What follows belongs to an exercise in optimizing a design on an open flow for small area, a short achievable clock period and few clock cycles; a production flow would make more cautious choices. In this exercise RTL edits were held to simulation tests only and were not proved equivalent to the original.

## flow/design.v (module list and top-level ports; edited modules follow where they fit)
// module ctl_law_engine: 3265 lines
module ctl_law_engine (
    input  wire        clk,
    input  wire        rst,
    input  wire        start,
    output reg  [7:0]  rd_addr,
    input  wire [39:0] rd_data,
    output reg         wr_en,
    output reg  [7:0]  wr_addr,
    output reg  [39:0] wr_data,
    output reg         done
);
  // ...
==> flow/flow/run.sh <==
#!/bin/bash
set -euo pipefail
export BUFFER_PORTS_ARGS="-buffer_cell sky130_fd_sc_hd__buf_4"
bash standard.sh > layout.log 2>&1
==> flow/standard.sh <==
#!/bin/bash
# synth_recipe.tcl (not shown) runs the flow's synth.tcl, then flattens the netlist and writes it again
# the make line also repeats each setting of config.mk as NAME=value (left out here)
make -C /OpenROAD-flow-scripts/flow DESIGN_CONFIG=/design/flow/config.mk WORK_HOME=/design/flow/orfs CLKGATE_MAP_FILE= SYNTH_SCRIPT=/design/flow/synth_recipe.tcl "${@:-finish}"
==> flow/config.mk <==
export PLATFORM = sky130hd
export DESIGN_NAME = ctl_law_engine
export DESIGN_NICKNAME = ctl_law_engine
export VERILOG_FILES = /design/flow/design.v
export SDC_FILE = /design/flow/constraint.sdc
export NUM_CORES = 4
export LEC_CHECK = 0
export CAP_MARGIN = 20
export CORE_MARGIN = 2
export CORE_UTILIZATION = 40
export CTS_CLUSTER_DIAMETER = 80
export CTS_CLUSTER_SIZE = 24
export SLEW_MARGIN = 20
==> flow/constraint.sdc <==
create_clock -name core_clock -period 20.0 [get_ports {clk}]
set_input_delay 4.0000 -clock core_clock [delete_from_list [all_inputs] [get_ports {clk}]]
set_output_delay 4.0000 -clock core_clock [all_outputs]
set_load 0.01 [all_outputs]
==> impl_metrics.json, run 1 <==
{
  "finalSetupTns_ns": 0,
  "drv_cap": 0,
  "critical_path_class": "flop to flop",
  "synthAdderAreaFrac": 0.247,
  "drt-wirelength-per-cell_um": 27.1,
  "clock_path_buffers": 3,
  "numPortBuffers": 98,
  "antenna_found_initial": 14,
  "multiInputGateArea_um2": 54400,
  "status": "complete, no violations",
  "slowest_stage": "nor4_1",
  "rows": 173,
  "routed_via_density": 5.88,
  "nets": 10100,
  "maxSlewHeadroom": 0.170,
  "cts_hold_buf": 0,
  "die_w_um": 477,
  "multi_input_area_share": 0.569,
  "synth_ff_type": "dfxtp_1",
  "yosysMostFrequentCell": "dfxtp_1",
  "crit_buf_inv": 3,
  "r2r_cells": 14,
  "hp-class": "flop to flop",
  "coreArea_um2": 222000,
  "seq_area_frac": 0.308
}
Testbench counts, summed over its fixed seeds: cycles 123,401.
==> run 2, diff against run 1 <==
--- a/flow/design.v
+++ b/flow/design.v
@@ -37,16 +37,18 @@
     reg [39:0] stat;
     reg [39:0] rv [0:13];
     reg [3:0]  tailpos;     
     reg [39:0] xo_cap;      
     reg [3:0] row;          
     reg [3:0] col;          
     reg [3:0] kc;           
     reg       fin;          
+    reg       npass;        
+    reg       early;        
     reg [2:0] k0;
     reg [3:0] c0, r0;
     reg       f0, l0;
     reg [2:0] k1;
     reg [3:0] c1, r1;
     reg       f1, l1;
     reg [39:0] mreg;
     reg [19:0] b_neg, b_one, b_two;
@@ -55,27 +57,31 @@
     reg       cf2;          
     reg       first2, last2;
     reg       neg2;         
     reg [82:0] acc_s, acc_c;
     reg       v3;
     reg [3:0] r3;
     reg       v4;
     reg [3:0] r4;
-    reg [39:0] rs;
-    reg        sat4;
+    reg [39:0] q4;          
+    reg        shi4, slo4;  
     reg [39:0] xo;          
     reg        h_gt4;       
     reg        h_lt4;       
     reg        lim_on4;     
     reg [40:0] lim_a;
     reg [40:0] lim_b;
     reg       v5;
+    reg [3:0] r5;
     reg       sat5;
-    reg [1:0] inc5;
+    reg       hold5, chr5, clr5, chx5, clx5;
+    reg       v6;
+    reg       sat6;
+    reg [1:0] inc6;
     reg [7:0] mneg0, mneg1, mnz0, mnz1;
     reg [1:0] lim_hi, lim_lo;
     reg       lim_any;
     function [3:0] next_col;
         input [3:0] c;
         input [3:0] n_s;
         input [2:0] n_m;
         begin
@@ -112,35 +118,54 @@
             else if (c == 4'd12)
                 col_addr = 8'h03;
             else
                 col_addr = 8'h06;
         end
     endfunction
     function [3:0] state_row_from;
         input [3:0] i;
+        input       ig;
         integer k;
         reg found;
         begin
             state_row_from = 4'd15;
             found = 1'b0;
             for (k = 0; k < 8; k = k + 1) begin
-                if (!found && k >= i && k < ns && !(frozen && intmask[k])) begin
+                if (!found && k >= i && k < ns && intmask[k] == ig) begin
                     state_row_from = k[3:0];
                     found = 1'b1;
                 end
             end
         end
     endfunction
     wire [3:0] ncol      = next_col(col, ns, nm);
     wire [3:0] ccol      = (ncol == C_END) ? 4'd0 : ncol;    
-    wire [3:0] first_row = frozen ? state_row_from(4'd0) : 4'd8;
-    wire [3:0] nxt_state = state_row_from(row + 4'd1);
-    wire [3:0] next_row  = (row == 4'd8 && no2) ? 4'd9 :
-                           row[3] ? state_row_from(4'd0) : nxt_state;
+    wire [3:0] first_row = frozen ? state_row_from(4'd0, 1'b0) : 4'd8;
+    wire [3:0] first_int = frozen ? 4'd15 : state_row_from(4'd0, 1'b1);
+    wire [3:0] next_int  = state_row_from(row + 4'd1, 1'b1);
+    wire [3:0] first_non = state_row_from(4'd0, 1'b0);
+    wire [3:0] next_non  = state_row_from(row + 4'd1, 1'b0);
+    reg  [3:0] nrow_c;
+    reg        npass_c;
+    always @(*) begin
+        if (row == 4'd8 && no2) begin
+            nrow_c = 4'd9;       npass_c = 1'b0;
+        end else if (npass) begin
+            nrow_c = next_non;   npass_c = 1'b1;
+        end else if (row[3]) begin
+            nrow_c  = (first_int != 4'd15) ? first_int : first_non;
+            npass_c = (first_int == 4'd15);
+        end else begin
+            nrow_c  = (next_int != 4'd15) ? next_int : first_non;
+            npass_c = (next_int == 4'd15);
+        end
+    end
+    reg  [3:0] next_row;
+    reg        next_pass;
     wire       row_lim   = row[3] || intmask[row[2:0]];
     wire [39:0] vsel = rv[0];
     wire [40:0] vy   = {vsel, 1'b0};
     reg  [19:0] e_neg, e_one, e_two;
     integer bj;
     always @(*) begin
         for (bj = 0; bj < 20; bj = bj + 1) begin
             e_neg[bj] = vy[2*bj+2];
@@ -2993,19 +3018,19 @@
     assign t_c[82] = fs925;
     wire [82:0] tsum = acc_s + acc_c;
     wire [48:0] thi  = tsum[82:34];
     wire [33:0] zx   = acc_s[33:0] ^ acc_c[33:0];
     wire [33:0] zc   = {acc_s[32:0] | acc_c[32:0], 1'b0};
     wire        tie  = (zx == zc);
     wire        s_hi = !thi[48] && (|thi[47:39]);
     wire        s_lo = thi[48] && !(&thi[47:39]);
-    wire [39:0] rs3  = s_hi ? 40'h7F_FFFF_FFFF :
-                       s_lo ? 40'h80_0000_0000 :
-                       {thi[39:1], thi[0] & !tie};
+    wire [39:0] q3   = {thi[39:1], thi[0] & !tie};
+    wire [39:0] rs   = shi4 ? 40'h7F_FFFF_FFFF :
+                       slo4 ? 40'h80_0000_0000 : q4;
     wire [2:0]  si3    = r3[2:0];
     wire        lnk3   = intlnk[si3];
     wire        m_nz3  = lnk3 ? mnz1[si3]  : mnz0[si3];
     wire        m_neg3 = lnk3 ? mneg1[si3] : mneg0[si3];
     wire        is_int3 = !r3[3] && intmask[si3];
     wire        m_pos3  = m_nz3 && !m_neg3;
     wire        j_hi3   = lnk3 ? lim_hi[1] : lim_hi[0];
     wire        j_lo3   = lnk3 ? lim_lo[1] : lim_lo[0];
@@ -3013,29 +3038,30 @@
     wire        lt     = $signed(rs) < $signed(xo);
     wire        eq     = rs == xo;
     wire        hold   = (h_lt4 && lt) || (h_gt4 && !lt && !eq);
     wire signed [40:0] xo41 = {xo[39], xo};
     wire        chr    = lim_on4 && (rs41 > $signed(lim_a));
     wire        clr    = lim_on4 && (rs41 < $signed(lim_b));
     wire        chx    = xo41 > $signed(lim_a);
     wire        clx    = xo41 < $signed(lim_b);
-    wire [39:0] out_r  = chr ? lim_a[39:0] : (clr ? lim_b[39:0] : rs);
-    wire [39:0] out_x  = chx ? lim_a[39:0] : (clx ? lim_b[39:0] : xo);
-    wire [39:0] p_out  = hold ? out_x : out_r;
-    wire        p_hi   = hold ? chx : chr;
-    wire        p_lo   = hold ? (!chx && clx) : (!chr && clr);
-    wire [1:0]  inc4   = hold ? ((chx || clx) ? 2'd2 : 2'd1) :
-                                ((chr || clr) ? 2'd1 : 2'd0);
-    wire [16:0] limcnt_sum  = {1'b0, stat[39:24]} + {15'd0, inc5};
+    wire [39:0] out_r  = chr5 ? lim_a[39:0] : (clr5 ? lim_b[39:0] : rs);
+    wire [39:0] out_x  = chx5 ? lim_a[39:0] : (clx5 ? lim_b[39:0] : xo);
+    wire [39:0] p_out  = hold5 ? out_x : out_r;
+    wire        p_hi   = hold5 ? chx5 : chr5;
+    wire        p_lo   = hold5 ? (!chx5 && clx5) : (!chr5 && clr5);
+    wire [1:0]  inc5   = hold5 ? ((chx5 || clx5) ? 2'd2 : 2'd1) :
+                                 ((chr5 || clr5) ? 2'd1 : 2'd0);
+    wire [16:0] limcnt_sum  = {1'b0, stat[39:24]} + {15'd0, inc6};
     wire [15:0] limcnt_next = limcnt_sum[16] ? 16'hFFFF : limcnt_sum[15:0];
     wire [15:0] asat_next   = (stat[23:8] == 16'hFFFF) ? 16'hFFFF : stat[23:8] + 16'd1;
-    wire [15:0] limcnt_n    = v5 ? limcnt_next : stat[39:24];
-    wire [15:0] asat_n      = (v5 && sat5) ? asat_next : stat[23:8];
-    wire        asat_f      = (v5 && sat5) | stat[4];
+    wire [15:0] limcnt_n    = v6 ? limcnt_next : stat[39:24];
+    wire [15:0] asat_n      = (v6 && sat6) ? asat_next : stat[23:8];
+    wire        asat_f      = (v6 && sat6) | stat[4];
+    wire        sat_last    = shi4 | slo4;
     wire [39:0] ring_in = (k1 == K_V) ? rd_data : rv[0];
     integer ri;
     wire [3:0] cfg_ns = (cfg_ns_r == 4'd0) ? 4'd1 :
                         (cfg_ns_r > 4'd8)  ? 4'd8 : cfg_ns_r;
     wire [2:0] cfg_nm = (cfg_nm_r == 3'd0) ? 3'd1 :
                         (cfg_nm_r > 3'd4)  ? 3'd4 : cfg_nm_r;
     always @(posedge clk) begin
         k1 <= k0;
@@ -3081,45 +3107,58 @@
                 mneg0[c2[2:0]] <= mreg[39];
                 mnz0[c2[2:0]]  <= |mreg;
             end
         end
         v3 <= last2;
         r3 <= r2;
         if (last2)
             xo <= xo_cap;
-        rs   <= rs3;
-        sat4 <= s_hi | s_lo;
+        if (v3) begin
+            q4   <= q3;
+            shi4 <= s_hi;
+            slo4 <= s_lo;
+        end
         h_gt4   <= is_int3 && ((j_hi3 && m_pos3) || (j_lo3 && m_neg3));
         h_lt4   <= is_int3 && ((j_hi3 && m_neg3) || (j_lo3 && m_pos3));
         lim_on4 <= r3[3] || intmask[si3];
         v4   <= v3;
         r4   <= r3;
-        wr_en <= 1'b0;
         v5    <= v4;
-        sat5  <= sat4;
-        inc5  <= r4[3] ? 2'd0 : inc4;
+        r5    <= r4;
+        sat5  <= shi4 | slo4;
+        hold5 <= hold;
+        chr5  <= chr;
+        clr5  <= clr;
+        chx5  <= chx;
+        clx5  <= clx;
+        wr_en <= 1'b0;
+        v6    <= v5;
+        sat6  <= sat5;
+        inc6  <= r5[3] ? 2'd0 : inc5;
         wr_data <= p_out;
-        wr_addr <= r4[3] ? (8'h1C + {7'd0, r4[0]}) : (8'h20 + {5'd0, r4[2:0]});
-        if (v4) begin
+        wr_addr <= r5[3] ? (8'h1C + {7'd0, r5[0]}) : (8'h20 + {5'd0, r5[2:0]});
+        if (v5) begin
             wr_en <= 1'b1;
-            if (r4[3]) begin
-                lim_hi[r4[0]]  <= p_hi;
-                lim_lo[r4[0]]  <= p_lo;
+            if (r5[3]) begin
+                lim_hi[r5[0]]  <= p_hi;
+                lim_lo[r5[0]]  <= p_lo;
                 if (p_hi || p_lo)
                     lim_any <= 1'b1;
             end
         end
-        if (v5) begin
-            if (sat5) begin
+        if (v6) begin
+            if (sat6) begin
                 stat[23:8] <= asat_next;
                 stat[4]    <= 1'b1;
             end
             stat[39:24] <= limcnt_next;
         end
+        next_row  <= nrow_c;
+        next_pass <= npass_c;
         if (fin)
             tcnt <= tcnt + 3'd1;
         done <= 1'b0;
         k0   <= K_NONE;
         f0   <= 1'b0;
         l0   <= 1'b0;
         rd_addr <= 8'h00;
         case (ist)
@@ -3164,84 +3203,97 @@
                 done    <= 1'b1;
                 ist     <= I_IDLE;
             end else begin
                 rd_addr <= col_addr(ncol);
                 k0      <= K_V;
                 c0      <= ncol;
                 col     <= ncol;
                 if (next_col(ncol, ns, nm) == C_END) begin
-                    col  <= 4'd0;
-                    row  <= first_row;
-                    kc   <= 4'd0;
+                    col   <= 4'd0;
+                    row   <= first_row;
+                    npass <= frozen;
+                    kc    <= 4'd0;
                     if (first_row != 4'd15) begin
                         ist <= I_ROW;
                     end else begin
-                        fin  <= 1'b1;
-                        tcnt <= 3'd0;
-                        ist  <= I_END;
+                        fin   <= 1'b1;
+                        early <= 1'b0;
+                        tcnt  <= 3'd0;
+                        ist   <= I_END;
                     end
                 end
             end
             I_ROW: begin
                 rd_addr <= {row + 4'd4, col};
                 k0      <= K_COEF;
                 c0      <= col;
                 r0      <= row;
                 f0      <= (kc == 4'd0);
                 l0      <= (kc == tailpos);
                 col     <= ccol;
                 kc      <= kc + 4'd1;
                 if (kc == tailpos) begin
                     kc <= 4'd0;
                     if (next_row == 4'd15) begin
-                        fin  <= 1'b1;
-                        tcnt <= 3'd0;
+                        fin   <= 1'b1;
+                        early <= npass;
+                        tcnt  <= 3'd0;
                     end
                     if (row_lim)
                         ist <= I_LIMA;
-                    else if (next_row != 4'd15)
-                        row <= next_row;
-                    else
+                    else if (next_row != 4'd15) begin
+                        row   <= next_row;
+                        npass <= next_pass;
+                    end else
                         ist <= I_END;
                 end
             end
             I_LIMA: begin
                 rd_addr <= row[3] ? (8'h16 + {5'd0, row[0], 2'b00}) :
                                     (8'h30 + {5'd0, row[2:0]});
                 k0      <= K_LIMA;
                 r0      <= row;
                 col     <= ccol;
                 if (row[3])
                     ist <= I_LIMB;
                 else if (next_row != 4'd15) begin
-                    row <= next_row;
-                    ist <= I_ROW;
+                    row   <= next_row;
+                    npass <= next_pass;
+                    ist   <= I_ROW;
                 end else
                     ist <= I_END;
             end
             I_LIMB: begin
                 rd_addr <= 8'h15 + {5'd0, row[0], 2'b00};
                 k0      <= K_LIMB;
                 r0      <= row;
                 col     <= ccol;
                 if (next_row != 4'd15) begin
-                    row <= next_row;
-                    ist <= I_ROW;
+                    row   <= next_row;
+                    npass <= next_pass;
+                    ist   <= I_ROW;
                 end else
                     ist <= I_END;
             end
             I_END: begin
-                if (tcnt == 3'd5) begin
+                if (early && tcnt == 3'd4) begin
+                    wr_en   <= 1'b1;
+                    wr_addr <= 8'h01;
+                    wr_data <= {stat[39:24], sat_last ? asat_next : stat[23:8],
+                                stat[7:5], sat_last | stat[4],
+                                frozen ? stat[3] : lim_any, stat[2:0]};
+                end
+                if (!early && tcnt == 3'd6) begin
                     wr_en   <= 1'b1;
                     wr_addr <= 8'h01;
                     wr_data <= {limcnt_n, asat_n, stat[7:5], asat_f,
                                 frozen ? stat[3] : lim_any, stat[2:0]};
                 end
-                if (tcnt == 3'd6) begin
+                if (early ? (tcnt == 3'd6) : (tcnt == 3'd7)) begin
                     done    <= 1'b1;
                     rd_addr <= 8'h00;
                     fin     <= 1'b0;
                     ist     <= I_IDLE;
                 end
             end
             default: ist <= I_IDLE;
         endcase
@@ -3255,11 +3307,12 @@
             k1      <= K_NONE;
             cf2     <= 1'b0;
             first2  <= 1'b0;
             last2   <= 1'b0;
             neg2    <= 1'b0;
             v3      <= 1'b0;
             v4      <= 1'b0;
             v5      <= 1'b0;
+            v6      <= 1'b0;
         end
     end
 endmodule
==> impl_metrics.json, run 2 <==
{
  "required_ns": 20.41,
  "rrSetupSlack_ns": 13.57,
  "synth_top_area_frac": 0.230,
  "grt_usage": 0.266,
  "antenna_found_initial": 13,
  "finalHoldViolCount": 0,
  "fin_crit_sh": 0.321,
  "status": "complete, no violations",
  "drt-wirelength-per-cell_um": 26.3,
  "finalCriticalPeriod_ns": 6.43,
  "dp_hpwl_um": 221000,
  "io_pins": 101,
  "synth_edf_count": 323,
  "nets": 10000,
  "avgSynthCellArea_um2": 9.86,
  "clock_path_buffers": 3,
  "hold_ws_ns": 0.306,
  "critical_path_class": "flop to flop",
  "drt_first_iter_violations": 7821,
  "reg_top3": "rv x560, acc_s x83, acc_c x82",
  "first_pass_iters": 10,
  "finalSetupViolations": 0,
  "layout-drive-gt1-share": 0.0601,
  "cts_tree": "yes",
  "min_delay_path_depth": 0,
  "maxSlewHeadroom": 0.130,
  "initial_core_util": 0.403,
  "synthTopCellsByCount": "dfxtp_1, fa_1, inv_1",
  "grt_pass1_wl_um": 459000,
  "finalSetupTns_ns": 0,
  "largest_reg_flops": 560,
  "cts_setup_buffers": 0,
  "cts.sinks": 1350,
  "place_congestion": 0.953,
  "ys_async_sr_fraction": 0,
  "multiInputGateArea_um2": 53600,
  "rows": 173,
  "area_growth_pct": 7.02,
  "clock.fmax_mhz": 156,
  "tightest_slew_ns": 1.30,
  "drv_cap": 0,
  "ff_latch_area_um2": 30300,
  "die-height_um": 477,
  "place_inst": 11600,
  "synth_ff_type": "dfxtp_1",
  "yosysMostFrequentCell": "dfxtp_1",
  "numCtsBuffers": 87,
  "rsz0062_at_grt": "false",
  "grt_overflow": 0,
  "synth_area_um2": 89500,
  "fillers": 21200,
  "r2r_cells": 19,
  "clk_pin_slew_worst_paths_ns": 0.09,
  "htree_levels": 3,
  "final_common_cell": "dfxtp_1",
  "r2r-end": "row[2]",
  "coreArea_um2": 222000,
  "cts-root-buf": "clkbuf_16",
  "worstHoldStart": "rv[1][4]",
  "ys_seq_elements": 1350,
  "routed_via_density": 5.84,
  "die_w_um": 477,
  "crit_arrival_ns": 6.84,
  "yosysSeqAreaShare": 0.338,
  "vias": 68700,
  "yosys-top-cells-area": "dfxtp_1, fa_1, edfxtp_1, xor2_1, ha_1",
  "final_cell_mix": "dfxtp_1, fa_1, inv_1",
  "drc": 0,
  "yosys_warnings": 2,
  "fin_cells": 11800,
  "critPathLaunch": "col[0]",
  "clock_skew_ns": 0.0469,
  "clk_latency_ns": 0.75,
  "startpoint_type": "flop",
  "synth_cell_types": 86,
  "post_cts_resized": 0,
  "top_register": "rv",
  "drt-total-wl_um": 309000,
  "critPathMaxFanout": 9,
  "numPortBuffers": 98,
  "cts_hold_buf": 0,
  "min_to": "rv[0][4]",
  "worstReg2RegStart": "col[0]",
  "grt_start_max_net_pins": 93,
  "yosys.area.top_type": "dfxtp_1",
  "synth_cells": 9078,
  "grt_pass1_vias": 69500,
  "hp-class": "flop to flop",
  "die_area_um2": 228000,
  "crit_path_end_kind": "flop",
  "drv_slew": 0,
  "ant_nets": 0
}
==> run 2: critical path, stage by stage, from the launching register on <==
cell	delay, ns
edfxtp_1	0.55
inv_1	0.13
ha_1	0.36
ha_1	0.19
or3_1	0.36
o22ai_1	0.39
nor2_1	0.15
o41ai_2	0.48
and2_1	0.27
a31oi_1	0.13
or2_2	0.34
ha_1	0.30
nand3_1	0.11
o21ai_0	0.23
a21oi_1	0.09
a2111oi_0	0.62
o31ai_1	0.19
a21oi_1	0.54
a31oi_1	0.29
a21oi_1	0.37
==> run 2: worst max path at each step <==
stage,to,slack (ns),cells after the start
after floorplan,xo_cap[0],14.80,3
after global placement,row[0],13.41,19
after detailed placement,row[2],13.60,19
after CTS,row[2],13.58,19
after global routing,row[2],13.09,19
final,row[2],13.57,19
==> run 2: kinds of logic (layout without fill, tap and decap cells) <==
logic type	Yosys count	count (layout)	share of synthesized area
adders and majority gates	1266	1266	0.247
muxes	66	66	0.00987
xor gates and xnor gates	1032	1032	0.101
and+or+nand+nor	1630	1630	0.0851
DFF	1350	1350	0.338
buffers and inverters	1538	1243	0.0647
AOI/OAI and AO/OA	2195	2195	0.154
other	1	9	0.0000419
==> run 2: stage by stage <==
| stage | utilization | worst slack, ns | area [um^2] |
|---|---|---|---|
| floorplan | - | 14.80 | 89500 |
| global placement | 0.417 | 13.41 | 92700 |
| detailed placement | 0.417 | 13.60 | 92700 |
| CTS | 0.431 | 13.58 | 95700 |
| global route | 0.431 | 13.09 | 95800 |
| finish | 0.431 | 13.57 | 95800 |
==> run 2: metal layers <==
metal | GRT usage | up-vias | part of all wire
li1 | - | 29900 | -
met1 | 0.342 | 34200 | 0.40
met2 | 0.423 | 3566 | 0.45
met3 | 0.0548 | 968 | 0.088
met4 | 0.136 | 2 | 0.061
met5 | 0 | - | 0.000045
==> run 2: area by class of cell <==
class                           count  share of cell area
Multi-Input combinational cell   6191               0.559
Sequential cell                  1350               0.316
Tap cell                         2975              0.0389
Inverter                          811              0.0318
Clock buffer                      116              0.0255
Timing Repair Buffer              274              0.0216
Clock inverter                     42             0.00632
Antenna cell                        7            0.000183
Testbench counts of run 2, summed over its fixed seeds: cycles 123,961.
==> run 3, diff against run 2 <==
--- a/flow/config.mk
+++ b/flow/config.mk
@@ -7,7 +7,8 @@
 export LEC_CHECK = 0
 export CAP_MARGIN = 20
 export CORE_MARGIN = 2
-export CORE_UTILIZATION = 40
+export CORE_UTILIZATION = 60
 export CTS_CLUSTER_DIAMETER = 80
 export CTS_CLUSTER_SIZE = 24
+export PLACE_DENSITY = 0.7
 export SLEW_MARGIN = 20
==> impl_metrics.json, run 3 <==
{
  "drv_slew": 0,
  "synth_edf_count": 323,
  "cts_setup_buffers": 0,
  "initial_core_util": 0.605,
  "final_cell_mix": "dfxtp_1, fa_1, inv_1",
  "synth_ff_type": "dfxtp_1",
  "yosys.area.top_type": "dfxtp_1",
  "yosys-top-cells-area": "dfxtp_1, fa_1, edfxtp_1, xor2_1, ha_1",
  "synth_top_area_frac": 0.230,
  "htree_levels": 3,
  "antenna_found_initial": 9,
  "area_growth_pct": 5.42,
  "finalSetupViolations": 0,
  "grt_usage": 0.393,
  "final_core_util": 0.638,
  "routed_via_density": 6.58,
  "yosysMostFrequentCell": "dfxtp_1",
  "crit_path_end_kind": "flop",
  "synth_cells": 9078,
  "synth_cell_types": 86,
  "grt_start_max_net_pins": 111,
  "clock_skew_ns": 0.0364,
  "drt-wirelength-per-cell_um": 28.1,
  "path_cells": "ha_1, xor2_1, ha_1, o21a_1, o22ai_1, nor2_1, o41ai_2, and2_1, a31oi_1, or2_2, ha_1, nand3_1, o21ai_0, a21oi_1, a2111oi_0, o31ai_1, a21oi_1, a31oi_1, a21oi_1",
  "cts.sinks": 1350,
  "rows": 141,
  "grt_pass1_wl_um": 449000,
  "synthTopCellsByCount": "dfxtp_1, fa_1, inv_1",
  "drc": 0,
  "coreArea_um2": 148000,
  "die_area_um2": 152000,
  "drt_first_iter_violations": 8567,
  "r2r_cells": 19,
  "cp.depth": 19,
  "final_common_cell": "dfxtp_1",
  "synth_area_um2": 89500,
  "numPortBuffers": 98,
  "required_ns": 20.38,
  "crit_buf_inv": 0,
  "rsz0062_at_grt": "false",
  "die_w_um": 390,
  "first_pass_iters": 10,
  "crit_arrival_ns": 6.68,
  "yosys_warnings": 2,
  "critical_path_class": "flop to flop",
  "hold_ws_ns": 0.314,
  "ant_nets": 0,
  "ys_async_sr_fraction": 0,
  "clk_latency_ns": 0.73,
  "numCtsBuffers": 83,
  "vias": 70500,
  "fin_area_um2": 94400,
  "ys_seq_elements": 1350,
  "post_cts_resized": 0,
  "rrSetupSlack_ns": 13.71,
  "startpoint_type": "flop",
  "yosysSeqAreaShare": 0.338,
  "path_delay_family": "compound AO/OA/AOI/OAI gates",
  "clk_pin_slew_worst_paths_ns": 0.09,
  "maxSlewHeadroom": 0.189,
  "nets": 10000,
  "fin_crit_sh": 0.315,
  "tightest_slew_ns": 1.21,
  "reg_top3": "rv x560, acc_s x83, acc_c x82",
  "die-height_um": 390,
  "slowest_stage": "a21oi_1",
  "status": "complete, no violations",
  "place_congestion": 1.00,
  "use_met1": 0.523,
  "clock_path_buffers": 3,
  "top_register": "rv",
  "min_delay_path_depth": 0,
  "finalSetupTns_ns": 0,
  "finalHoldViolCount": 0,
  "avgSynthCellArea_um2": 9.86,
  "dp_hpwl_um": 211000,
  "place_area_um2": 91400,
  "finalCriticalPeriod_ns": 6.29,
  "cp_slowest_stage_delay_ns": 0.59,
  "grtUsageMet2": 0.592,
  "largest_reg_flops": 560,
  "grt_pass1_vias": 70400,
  "drv_cap": 0,
  "hp-class": "flop to flop",
  "grt_overflow": 0,
  "clock.fmax_mhz": 159,
  "cts-root-buf": "clkbuf_16",
  "grt_busiest_layer": "met2",
  "cts_hold_buf": 0,
  "grt.met3_usage": 0.0889,
  "critPathMaxFanout": 9,
  "drt-total-wl_um": 301000,
  "layout-drive-gt1-share": 0.0575,
  "cts_tree": "yes",
  "io_pins": 101
}
run 3: cell counts after synthesis:
No cell type changed its count.
run 3: through the flow:
stage | std cells | setup slack [ns]
floorplan | 9079 | 14.80
CTS | 10700 | 13.71
finish | 10700 | 13.71
global route | 10700 | 12.98
global placement | 10600 | 13.78
detailed placement | 10600 | 13.74
run 3: cell families after synthesis:
kind of cell               synth area share
AOI/OAI and AO/OA                     0.154
xor gates and xnor gates              0.101
adders and majority gates             0.247
buffers and inverters                0.0647
DFF                                   0.338
muxes                               0.00987
other                             0.0000419
and+or+nand+nor                      0.0851
run 3: worst paths after layout:
kind / endpoint / from
worst max register to register: row[0] / col[0]
worst max-delay path: row[0] / col[0]
worst min register to register: f1 / f0
worst min-delay path: f1 / f0
run 3: per-layer routing:
metal	vias up	share of wire
met2	4627	0.43
met5	-	0.000076
li1	29900	-
met3	1183	0.11
met1	34800	0.39
met4	4	0.071
run 3: layout make-up:
cell class | instances | area [um^2]
Clock buffer | 111 | 2290
Tap cell | 1930 | 2410
Sequential cell | 1350 | 30300
Multi-Input combinational cell | 6191 | 53600
Inverter | 811 | 3040
Timing Repair Buffer | 282 | 2130
Fill cell | 12100 | 53500
Antenna cell | 8 | 20.0
Clock inverter | 36 | 598

## afterwards: timing with drivers on the ports
The results above use ideal ports. As a check the final layouts listed here were re-extracted and re-timed, cells and wires unchanged. Step 1, drivers: a clkbuf_16 drives clk and a buf_2 each remaining input, both assumed. Step 2 times the ports against the registers' clock, not the clock port: input delays grow and output delays shrink by t, the midpoint of the rising clock arrivals with the driver on. Three values: no drivers, after step 1, after step 2; two values: the first two.
| run | t, ns | slack for setup (ns) | worst hold slack (ns) | slew at the worst register clock pin (ns) | pins driven straight from the clock port |
|---|---|---|---|---|---|
| run 1 | 0.824 | 14.341 / 14.336 / 14.341 | 0.320 / 0.320 / 0.320 | 0.10 / 0.10 | 1 |
| run 2 | 0.814 | 13.573 / 13.573 / 13.573 | 0.306 / 0.306 / 0.306 | 0.10 / 0.10 | 1 |
| run 3 | 0.800 | 13.708 / 13.708 / 13.708 | 0.314 / 0.314 / 0.314 | 0.10 / 0.10 | 1 |
After both steps setup and hold are still met in every run listed.
